This design comes from an exercise in tuning for small area, a short achievable clock period and few clock cycles per item on the open sky130 flow, not from production work. Only simulation tests tie the RTL to the original design; equivalence was not proved.

==> design/flow/run.sh <==
#!/bin/bash
# synth_recipe.tcl (not shown) runs the flow's synth.tcl, then flattens the netlist and writes it again
# the make line also repeats each setting of config.mk as NAME=value (left out here)
make -C /OpenROAD-flow-scripts/flow DESIGN_CONFIG=/design/flow/config.mk WORK_HOME=/design/flow/orfs CLKGATE_MAP_FILE= SYNTH_SCRIPT=/design/flow/synth_recipe.tcl finish
==> design/flow/design.v <==
module trk_loop (
    input  wire        clk,
    input  wire        rst,
    input  wire        cfg_we,
    input  wire [5:0]  cfg_addr,
    input  wire [31:0] cfg_wdata,
    input  wire        stg_mode,
    input  wire [2:0]  stg_fix,
    input  wire [2:0]  stg_min,
    input  wire [2:0]  stg_max,
    input  wire [7:0]  stg_dwell,
    input  wire        in_valid,
    output wire        in_ready,
    input  wire        in_acq,
    input  wire        in_freeze,
    input  wire [31:0] in_x,
    input  wire [63:0] in_p,
    output reg         out_valid,
    output reg  [63:0] out_p,
    output reg  [39:0] out_v,
    output reg  [31:0] out_ac,
    output reg  [2:0]  out_code,
    output reg         out_vsat,
    output reg         out_stch
);
    localparam [31:0] KCONV = 32'd879609;
    reg        cw_v;
    reg [5:0]  cw_a;
    reg [31:0] cw_d;
    always @(posedge clk) begin
        cw_v <= cfg_we & ~rst;
        cw_a <= cfg_addr;
        cw_d <= cfg_wdata;
    end
    wire [2:0] cw_e = cw_a[5:3];
    wire [2:0] cw_w = cw_a[2:0];
    reg [31:0] k1 [0:6];
    reg [31:0] k2 [0:6];
    reg [31:0] k3 [0:6];
    reg [4:0]  sh1 [0:6];
    reg [4:0]  sh2 [0:6];
    reg [4:0]  sh3 [0:6];
    reg [38:0] vlim [0:6];    
    reg [39:0] upv  [0:6];    
    reg [39:0] dnv  [0:6];    
    reg        rdy;           
    reg        stall2;        
    reg [2:0]  code;          
    reg [2:0]  msel;          
    reg        stch_nx;       
    reg        g_mode;
    reg [2:0]  g_min, g_max;
    reg [7:0]  g_dwell;
    reg [7:0]  up_cnt, dn_cnt;
    reg        rv, r_acq, r_frz, r_flag;
    reg [31:0] r_x;
    reg [63:0] r_p;
    reg        r_mode;
    reg [2:0]  r_fix, r_min, r_max;
    reg [7:0]  r_dwell;
    reg        q1v, q1_acq, q1_frz, q1_flag, q1_stch;
    reg [2:0]  q1_code;
    reg [63:0] q1_t1;         
    reg [41:0] q1_t2;
    reg [32:0] q1_t3;
    reg        q1_u1, q1_u2, q1_u3;
    reg        q2v, q2_acq, q2_frz, q2_flag, q2_stch, q2_vsat;
    reg [2:0]  q2_code;
    reg [63:0] q2_t1;
    reg        q2_u1;
    reg [39:0] v_st;
    reg [31:0] ac_st;
    assign in_ready = rdy;
    wire [7:0] cnt_mx = (up_cnt > dn_cnt) ? up_cnt : dn_cnt;
    wire [9:0] cnt_bd = {2'b00, cnt_mx} + 10'd1 + {9'd0, rv} + {9'd0, q1v} + {9'd0, q2v};
    wire       p_gov  = r_acq & rv ? (~r_mode & (r_dwell[7:1] == 7'd0))
                                   : (~g_mode & (cnt_bd >= {2'b00, g_dwell}));
    wire       p_off  = ~in_acq & ~in_freeze & p_gov;
    wire        conv = (msel == 3'd7);
    wire [31:0] m1 = conv ? cw_d : k1[msel];
    wire [31:0] m2 = k2[msel];
    wire [31:0] m3 = k3[msel];
    wire [4:0]  s1 = sh1[msel];
    wire [4:0]  s2 = sh2[msel];
    wire [4:0]  s3 = sh3[msel];
    wire [5:0] k1sh = conv ? (6'd5 + {2'b00, cw_e, 1'b0}) : (6'd8 + {1'b0, s1});
    wire [5:0] k2sh = 6'd13 + {1'b0, s2} + {2'b00, msel, 1'b0};
    wire [5:0] k3sh = 6'd13 + {1'b0, s3} + {2'b00, msel, 1'b0};
    wire signed [31:0] xs = r_x;
    wire signed [63:0] a1 = $signed({1'b0, m1}) * xs;
    wire signed [63:0] a2 = $signed({1'b0, m2}) * xs;
    wire signed [63:0] a3 = $signed({1'b0, m3}) * xs;
    function [5:0] tz32(input [31:0] v);
        integer i;
        begin
            tz32 = 6'd32;
            for (i = 31; i >= 0; i = i - 1)
                if (v[i]) tz32 = i;
        end
    endfunction
    wire [5:0] tzx = tz32(r_x);
    wire [6:0] tzs1 = {1'b0, tz32(m1)} + {1'b0, tzx};
    wire [6:0] tzs2 = {1'b0, tz32(m2)} + {1'b0, tzx};
    wire [6:0] tzs3 = {1'b0, tz32(m3)} + {1'b0, tzx};
    wire nzx = |r_x;
    wire st1 = nzx & (|m1) & (tzs1 < ({1'b0, k1sh} - 7'd1));
    wire st2 = nzx & (|m2) & (tzs2 < ({1'b0, k2sh} - 7'd1));
    wire st3 = nzx & (|m3) & (tzs3 < ({1'b0, k3sh} - 7'd1));
    wire signed [63:0] b1 = a1 >>> (k1sh - 6'd1);
    wire signed [63:0] b2 = a2 >>> (k2sh - 6'd1);
    wire signed [63:0] b3 = a3 >>> (k3sh - 6'd1);
    wire signed [62:0] f1 = b1[63:1];
    wire signed [62:0] f2 = b2[63:1];
    wire signed [62:0] f3 = b3[63:1];
    wire u1 = ~conv & b1[0] & (st1 | b1[1]);
    wire u2 = b2[0] & (st2 | b2[1]);
    wire u3 = b3[0] & (st3 | b3[1]);
    wire f2_ok = (f2[62:41] == {22{f2[41]}});
    wire f3_ok = (f3[62:32] == {31{f3[32]}});
    wire [41:0] f2s = f2_ok ? f2[41:0] : {f2[62], {41{~f2[62]}}};
    wire [32:0] f3s = f3_ok ? f3[32:0] : {f3[62], {32{~f3[62]}}};
    wire        cv_big39 = |f1[62:39];
    wire [38:0] cv_vlim = cv_big39 ? {39{1'b1}} : f1[38:0];
    wire [39:0] cv_thr  = cv_big39 ? 40'h80_0000_0000 : {1'b0, f1[38:0]};
    wire [2:0] a_fix   = (r_fix == 3'd7) ? 3'd6 : r_fix;
    wire [2:0] a_max   = (r_max == 3'd7) ? 3'd6 : r_max;
    wire [2:0] a_min   = (r_min == 3'd7) ? 3'd6 : r_min;
    wire [7:0] a_dwell = (r_dwell == 8'd0) ? 8'd1 : r_dwell;
    wire [2:0] a_code  = r_mode ? a_fix : a_max;
    wire signed [34:0] ac_sum = $signed({{3{ac_st[31]}}, ac_st}) + $signed({{2{q1_t3[32]}}, q1_t3})
                              + $signed({34'd0, q1_u3});
    wire               ac_hi  = ~ac_sum[34] & (ac_sum[33:31] != 3'b000);
    wire               ac_lo  =  ac_sum[34] & (ac_sum[33:31] != 3'b111);
    wire [31:0]        ac_new = ac_hi ? 32'h7FFF_FFFF : ac_lo ? 32'h8000_0000 : ac_sum[31:0];
    wire [38:0]        vl     = vlim[q1_code];
    wire signed [42:0] v_sum  = $signed({{3{v_st[39]}}, v_st}) + $signed({{11{ac_new[31]}}, ac_new})
                              + $signed({q1_t2[41], q1_t2}) + $signed({42'd0, q1_u2});
    wire signed [42:0] vl_p   = $signed({4'd0, vl});
    wire signed [42:0] vl_n   = -vl_p;
    wire               v_hi   = v_sum > vl_p;
    wire               v_lo   = v_sum < vl_n;
    wire [39:0]        v_new  = v_hi ? {1'b0, vl} : v_lo ? vl_n[39:0] : v_sum[39:0];
    wire [63:0] v_ext = {{24{v_st[39]}}, v_st};
    wire [4:0]  pshift = 5'd5 + {1'b0, q2_code, 1'b0};
    wire [63:0] p_sum = out_p + (v_ext << pshift) + q2_t1 + {63'd0, q2_u1};
    wire [39:0] spd   = v_st[39] ? -v_st : v_st;
    wire        up_ok = (q2_code < g_max) && ({1'b0, spd} >= upv[q2_code]);
    wire        dn_ok = (q2_code > g_min) && ({1'b0, spd} <  dnv[q2_code]);
    wire [7:0]  up_nx = up_ok ? up_cnt + 8'd1 : 8'd0;
    wire [7:0]  dn_nx = dn_ok ? dn_cnt + 8'd1 : 8'd0;
    wire        gov   = q2v & ~q2_acq & ~g_mode & ~q2_frz;
    wire        go_up = gov & (up_nx >= g_dwell);
    wire        go_dn = gov & ~go_up & (dn_nx >= g_dwell);
    wire        chg   = q2_flag & (go_up | go_dn);
    wire [39:0] v_rs  = {{2{v_st[39]}}, v_st[39:2]} + {39'd0, v_st[1] & (v_st[0] | v_st[2])};
    wire [31:0] ac_rs = {{2{ac_st[31]}}, ac_st[31:2]} + {31'd0, ac_st[1] & (ac_st[0] | ac_st[2])};
    wire        v_ovf  = (v_st[39:37] != {3{v_st[39]}});
    wire        ac_ovf = (ac_st[31:29] != {3{ac_st[31]}});
    wire [39:0] v_ls  = v_ovf  ? {v_st[39], {39{~v_st[39]}}}   : {v_st[37:0], 2'b00};
    wire [31:0] ac_ls = ac_ovf ? {ac_st[31], {31{~ac_st[31]}}} : {ac_st[29:0], 2'b00};
    function [31:0] rsel32(input [31:0] rv_, input [31:0] d0, input [31:0] d1);
        rsel32 = (rv_ & d1) | (~rv_ & d0);
    endfunction
    wire [31:0] wd0 = cw_d & {32{~rst}};
    wire [31:0] wd1 = cw_d | {32{rst}};
    wire [39:0] cvt0 = cv_thr & {40{~rst}};
    wire [39:0] cvt1 = cv_thr | {40{rst}};
    wire [38:0] cvl0 = cv_vlim & {39{~rst}};
    wire [38:0] cvl1 = cv_vlim | {39{rst}};
    function [31:0] rk1(input integer e);
        case (e)
            0: rk1 = 32'hC000_0000; 1: rk1 = 32'hC000_0000; 2: rk1 = 32'h9000_0000;
            3: rk1 = 32'hC000_0000; 4: rk1 = 32'h9000_0000; 5: rk1 = 32'hC000_0000;
            default: rk1 = 32'h9000_0000;
        endcase
    endfunction
    function [31:0] rk2(input integer e);
        case (e)
            0: rk2 = 32'hC000_0000; 1: rk2 = 32'hC000_0000; 2: rk2 = 32'hD800_0000;
            3: rk2 = 32'hC000_0000; 4: rk2 = 32'hD800_0000; 5: rk2 = 32'hC000_0000;
            default: rk2 = 32'hD800_0000;
        endcase
    endfunction
    function [31:0] rk3(input integer e);
        case (e)
            0: rk3 = 32'h0800_0000; 1: rk3 = 32'h4000_0000; 2: rk3 = 32'hD800_0000;
            3: rk3 = 32'h8000_0000; 4: rk3 = 32'hD800_0000; 5: rk3 = 32'h8000_0000;
            default: rk3 = 32'hD800_0000;
        endcase
    endfunction
    function [4:0] rs1(input integer e);
        case (e)
            0: rs1 = 5'd10; 1: rs1 = 5'd9; 2: rs1 = 5'd8; 3: rs1 = 5'd8;
            4: rs1 = 5'd7;  5: rs1 = 5'd7; default: rs1 = 5'd6;
        endcase
    endfunction
    function [4:0] rs2(input integer e);
        case (e)
            0: rs2 = 5'd22; 1: rs2 = 5'd20; 2: rs2 = 5'd19; 3: rs2 = 5'd18;
            4: rs2 = 5'd17; 5: rs2 = 5'd16; default: rs2 = 5'd15;
        endcase
    endfunction
    function [4:0] rs3(input integer e);
        case (e)
            0: rs3 = 5'd31; 1: rs3 = 5'd31; 2: rs3 = 5'd31; 3: rs3 = 5'd29;
            4: rs3 = 5'd28; 5: rs3 = 5'd26; default: rs3 = 5'd25;
        endcase
    endfunction
    function [38:0] rvl(input integer e);
        case (e)
            0: rvl = 39'h68_db89_5000; 1: rvl = 39'h68_db89_5000; 2: rvl = 39'h34_6dc4_a800;
            3: rvl = 39'h13_a929_bf00; 4: rvl = 39'h06_8db8_9500; 5: rvl = 39'h02_0c49_ae90;
            default: rvl = 39'h00_9d49_4df8;
        endcase
    endfunction
    function [39:0] rup(input integer e);
        case (e)
            0: rup = 40'h5e_5f2e_c800; 1: rup = 40'h5e_5f2e_c800; 2: rup = 40'h2f_2f97_6400;
            3: rup = 40'h11_b1d8_c580; 4: rup = 40'h05_e5f2_ec80; 5: rup = 40'h01_d7db_e9e8;
            default: rup = 40'h00_0000_0000;
        endcase
    endfunction
    function [39:0] rdn(input integer e);
        case (e)
            0: rdn = 40'h00_0000_0000; 1: rdn = 40'h10_83db_6300; 2: rdn = 40'h10_83db_6300;
            3: rdn = 40'h08_41ed_b180; 4: rdn = 40'h03_18b9_2290; 5: rdn = 40'h01_083d_b630;
            default: rdn = 40'h00_5293_48ef;
        endcase
    endfunction
    genvar ge;
    generate
        for (ge = 0; ge < 7; ge = ge + 1) begin : g_tab
            wire hit = cw_v & (cw_e == ge);
            always @(posedge clk) begin
                if (rst | (hit & (cw_w == 3'd0))) k1[ge] <= rsel32(rk1(ge), wd0, wd1);
                if (rst | (hit & (cw_w == 3'd1))) k2[ge] <= rsel32(rk2(ge), wd0, wd1);
                if (rst | (hit & (cw_w == 3'd2))) k3[ge] <= rsel32(rk3(ge), wd0, wd1);
                if (rst | (hit & (cw_w == 3'd3))) begin
                    sh1[ge] <= (rs1(ge) & wd1[4:0])   | (~rs1(ge) & wd0[4:0]);
                    sh2[ge] <= (rs2(ge) & wd1[12:8])  | (~rs2(ge) & wd0[12:8]);
                    sh3[ge] <= (rs3(ge) & wd1[20:16]) | (~rs3(ge) & wd0[20:16]);
                end
                if (rst | (hit & (cw_w == 3'd4))) vlim[ge] <= (rvl(ge) & cvl1) | (~rvl(ge) & cvl0);
                if (rst | (hit & (cw_w == 3'd5))) upv[ge]  <= (rup(ge) & cvt1) | (~rup(ge) & cvt0);
                if (rst | (hit & (cw_w == 3'd6))) dnv[ge]  <= (rdn(ge) & cvt1) | (~rdn(ge) & cvt0);
            end
        end
    endgenerate
    wire acc = in_valid & rdy;
    always @(posedge clk) begin
        rv      <= acc & ~rst;
        r_acq   <= in_acq;
        r_frz   <= in_freeze;
        r_flag  <= p_off;
        r_x     <= cfg_we ? KCONV : in_x;
        r_p     <= in_p;
        r_mode  <= stg_mode;
        r_fix   <= stg_fix;
        r_min   <= stg_min;
        r_max   <= stg_max;
        r_dwell <= stg_dwell;
        q1v     <= rv & ~rst;
        q1_acq  <= r_acq;
        q1_frz  <= r_frz;
        q1_flag <= r_flag;
        q1_stch <= stch_nx;
        q1_code <= r_acq ? a_code : code;
        q1_t1   <= r_acq ? r_p : {f1[62], f1};
        q1_t2   <= f2s;
        q1_t3   <= f3s;
        q1_u1   <= u1 & ~r_acq;
        q1_u2   <= u2;
        q1_u3   <= u3;
        q2v     <= q1v & ~rst;
        q2_acq  <= q1_acq;
        q2_frz  <= q1_frz;
        q2_flag <= q1_flag;
        q2_stch <= q1_stch & ~q1_acq;
        q2_vsat <= ~q1_acq & (v_hi | v_lo);
        q2_code <= q1_code;
        q2_t1   <= q1_t1;
        q2_u1   <= q1_u1;
        out_valid <= q2v & ~rst;
        out_p     <= rst ? 64'd0 : (q2v ? (q2_acq ? q2_t1 : p_sum) : out_p);
        out_v     <= v_st;
        out_ac    <= ac_st;
        out_code  <= q2_code;
        out_vsat  <= q2_vsat;
        out_stch  <= q2_stch;
    end
    always @(posedge clk) begin
        if (rst) begin
            v_st    <= 40'd0;
            ac_st   <= 32'd0;
            code    <= 3'd6;
            msel    <= 3'd6;
            stch_nx <= 1'b0;
            g_mode  <= 1'b0;
            g_min   <= 3'd0;
            g_max   <= 3'd6;
            g_dwell <= 8'd16;
            up_cnt  <= 8'd0;
            dn_cnt  <= 8'd0;
            rdy     <= 1'b1;
            stall2  <= 1'b0;
        end else begin
            rdy    <= ~((p_off & acc) | stall2);
            stall2 <= p_off & acc;
            if (q1v) begin
                v_st  <= q1_acq ? 40'd0 : v_new;
                ac_st <= q1_acq ? 32'd0 : ac_new;
            end else if (chg) begin
                v_st  <= go_up ? v_rs  : v_ls;
                ac_st <= go_up ? ac_rs : ac_ls;
            end
            if (rv & r_acq) begin
                code    <= a_code;
                g_mode  <= r_mode;
                g_min   <= a_min;
                g_max   <= a_max;
                g_dwell <= a_dwell;
            end else if (chg) begin
                code <= go_up ? code + 3'd1 : code - 3'd1;
            end
            if (cfg_we)
                msel <= 3'd7;
            else if (rv & r_acq)
                msel <= a_code;
            else if (chg)
                msel <= go_up ? code + 3'd1 : code - 3'd1;
            else
                msel <= code;
            if (rv)
                stch_nx <= 1'b0;
            else if (chg)
                stch_nx <= 1'b1;
            if (q2v & q2_acq) begin
                up_cnt <= 8'd0;
                dn_cnt <= 8'd0;
            end else if (gov) begin
                if (go_up | go_dn) begin
                    up_cnt <= 8'd0;
                    dn_cnt <= 8'd0;
                end else begin
                    up_cnt <= up_nx;
                    dn_cnt <= dn_nx;
                end
            end
        end
    end
endmodule
==> design/flow/constraint.sdc <==
create_clock -name core_clock -period 40.0 [get_ports {clk}]
set_input_delay 8.0000 -clock core_clock [delete_from_list [all_inputs] [get_ports {clk}]]
set_output_delay 8.0000 -clock core_clock [all_outputs]
set_load 0.01 [all_outputs]
==> design/flow/config.mk <==
export PLATFORM = sky130hd
export DESIGN_NAME = trk_loop
export DESIGN_NICKNAME = trk_loop
export VERILOG_FILES = /design/flow/design.v
export SDC_FILE = /design/flow/constraint.sdc
export NUM_CORES = 4
export LEC_CHECK = 0
export CAP_MARGIN = 20
export CORE_MARGIN = 2
export CORE_UTILIZATION = 40
export PLACE_DENSITY = 0.6
export SLEW_MARGIN = 20
==> impl_metrics.json <==
{
  "cts_made_buffers": 262,
  "drive_gt1_share_pct": 6.05,
  "status": "timing/DRC/antenna clean",
  "ys_top_cells_by_area": "fa_1 25%, edfxtp_1 22%, ha_1 7.2%",
  "path_clk_slew_ps": 60,
  "timing.fmax_mhz": 61.8,
  "post_cts_buffers": 0,
  "area_growth_pct": 8.86,
  "hpwlAfterDp_um": 589000,
  "maxCapViolCount": 0,
  "cts_tree": "yes",
  "critPathLaunchType": "flop",
  "cts_resized": 0,
  "rows": 273,
  "cts-root-buf": "clkbuf_16",
  "hold_ws_ps": 324,
  "synth_area_per_cell_um2": 9.60,
  "antenna_found_initial": 54,
  "synth_cell_types": 124,
  "synth-seq-cells": 2245,
  "hold_viol_final": 0,
  "numPortBuffers": 300,
  "cts_htree_levels": 5,
  "crit_slowest_cell": "a222oi_1",
  "die_w_um": 748,
  "ctsHoldBuffers": 0,
  "synth_nets": 27300,
  "slew_viol_final": 0,
  "finalSetupViolations": 0,
  "grt_max_degree": 129,
  "path_class": "flop to flop",
  "clk_latency_ps": 970,
  "layout.nets": 26900,
  "rsz0062_at_grt": "no",
  "holdCritPathClass": "flop to flop",
  "yosysSeqAreaShare_pct": 27.5,
  "synthArstFlopShare_pct": 0,
  "start_util_pct": 40.1,
  "die_h_um": 748,
  "grt.overflow.total": 0,
  "min_period_ps": 16190,
  "grt_pass1_vias": 177000,
  "critical_path_required_ps": 40770,
  "gp_congestion": 0.973,
  "pre_cts_ws_ps": 24090,
  "syn_area_mm2": 0.222,
  "synth_edf_count": 1610,
  "worstMarginPinSlew_ps": 1220,
  "clock_sinks": 2245,
  "grtUsageTotal_pct": 28.6,
  "route.vias.total": 176000,
  "netlist_instances": 23100,
  "netlist.area_leader.share_pct": 25.4,
  "grt_pass1_wl_um": 1200000,
  "vias_per_cell": 5.82,
  "cp.arrival_ps": 16960,
  "setup_tns_ps": 0,
  "critical_path.max_fanout": 47,
  "synth_top_flop_cell": "edfxtp_1",
  "max_slew_margin_pct": 18.0,
  "synthMostInstantiatedCell": "inv_1",
  "wire_per_inst_um": 27.1,
  "yosysWarnings": 10,
  "drtIter0Drc": 18600,
  "cp_common_cell": "fa_1",
  "skew_ps": 105,
  "drt.antenna.violating_nets": 0,
  "routed_wl_um": 816000,
  "synth_commonest_cells": "2988 x inv_1, 2807 x fa_1, 2342 x nand2_1, 1771 x and2_1, 1610 x edfxtp_1",
  "layout_setup_ws_ps": 23810,
  "cpPeakStageDelay_ps": 890,
  "crit_path_end_kind": "flop",
  "finalCritPeriodShare_pct": 40.5,
  "dieArea_mm2": 0.560,
  "firstDrtPassIters": 8,
  "drc_errors": 0,
  "synth_top_area_cell": "fa_1",
  "io_pins": 301,
  "cts_buffer_depth": 4,
  "core_mm2": 0.552
}
==> worst max-delay path, delay by kind of cell, from the launching register on <==
kind            cells  cell delay (ps)
compound gates     11             4380
fa+ha+maj           9             4470
buf+inv             9             3440
flops               1              750
simple gates       12             2790
==> cell type report <==
class	instances	area (µm²)
fillers	53000	311000
multi-input cells	16300	145000
flip-flops and latches	2245	61200
inverters	3013	11300
well taps	7287	9120
clock buffers	360	7290
repair buffers	761	6590
clock inverters	105	1060
diodes	43	108
==> layout by cell type, fill, tap and decap left out, types with 271 or more instances in the layout <==
cell                n
nand2_1          2302
clkdlybuf4s50_1   298
and2_1           1770
a21oi_1          1124
fa_1             2807
inv_1            2979
nand3_1           284
dfxtp_1           589
edfxtp_1         1610
o21ai_0          1077
nor2_1           1325
buf_4             450
mux2i_1           414
ha_1             1271
xnor2_1           292
clkbuf_16         271
==> flip-flops by register name, indices dropped and copies added, names as in the netlist, 42 cells and up <==
signal / flops
out_p: 64
dnv: 280
q2_t1: 64
k3: 224
vlim: 273
r_p: 64
q1_t2: 42
k2: 224
upv: 280
k1: 224
q1_t1: 64
==> through the flow <==
stage / std cells / area [µm²] / util (%)
final: 30200 / 241000 / 43.7
after floorplan: 23100 / 222000 / -
after detailed placement: 29600 / 233000 / 42.1
after global placement: 29600 / 233000 / 42.1
after CTS: 30100 / 241000 / 43.6
after global routing: 30100 / 241000 / 43.7
==> kinds of logic (layout without fill, tap and decap cells) <==
group,Yosys count,after routing,share of synthesized area (%)
AO/OA/AOI/OAI,4395,4395,12.7
AND/OR/NAND/NOR,6872,6872,15.0
adder cells (fa/ha/maj),4081,4081,32.5
buffers and inverters,4504,4239,7.70
multiplexers,541,541,2.69
XOR/XNOR,453,453,1.79
flip-flops,2245,2245,27.5
other,0,43,0
==> per-layer routing <==
metal	wire length (µm)	track usage (%)
met2	356000	43.8
met3	82800	6.40
met4	40900	12.3
met1	335000	38.9
met5	134	0
==> worst paths after layout <==
| kind | from | to | depth (start not counted) | slack, ps |
|---|---|---|---|---|
| max | msel[0] | q1_t3[28] | 41 | 23810 |
| min | q1_t1[11] | q2_t1[11] | 0 | 320 |
| max reg2reg | msel[0] | q1_t3[28] | 41 | 23810 |
| min reg2reg | q1_t1[11] | q2_t1[11] | 0 | 320 |
Testbench counts, summed over its fixed seeds: cycles 32,224, items 32,000.

## afterwards: timing with drivers on the ports
In the flow no input, the clock included, has a driving cell. The finished layout below was timed again as built, in two steps.
Step 1: set_driving_cell puts a clkbuf_16 on clk and a buf_2 on each other input, an assumption about the parent block.
Step 2, shift: input delay + t, output delay - t, t = (earliest + latest rising clock arrival at the registers) / 2. This alone moves slack from input paths to output paths.
Slacks: no drivers / after step 1 / after step 2; pairs: no drivers / after step 1.
t (ns): 1.037
slack for setup (ns): 23.808 / 23.808 / 23.808
worst setup path at the end: register to register
After both steps setup and hold are still met in this run. For this run, drivers alone change the setup slack by 0.000 ns; drivers and shift together by 0.000 ns.
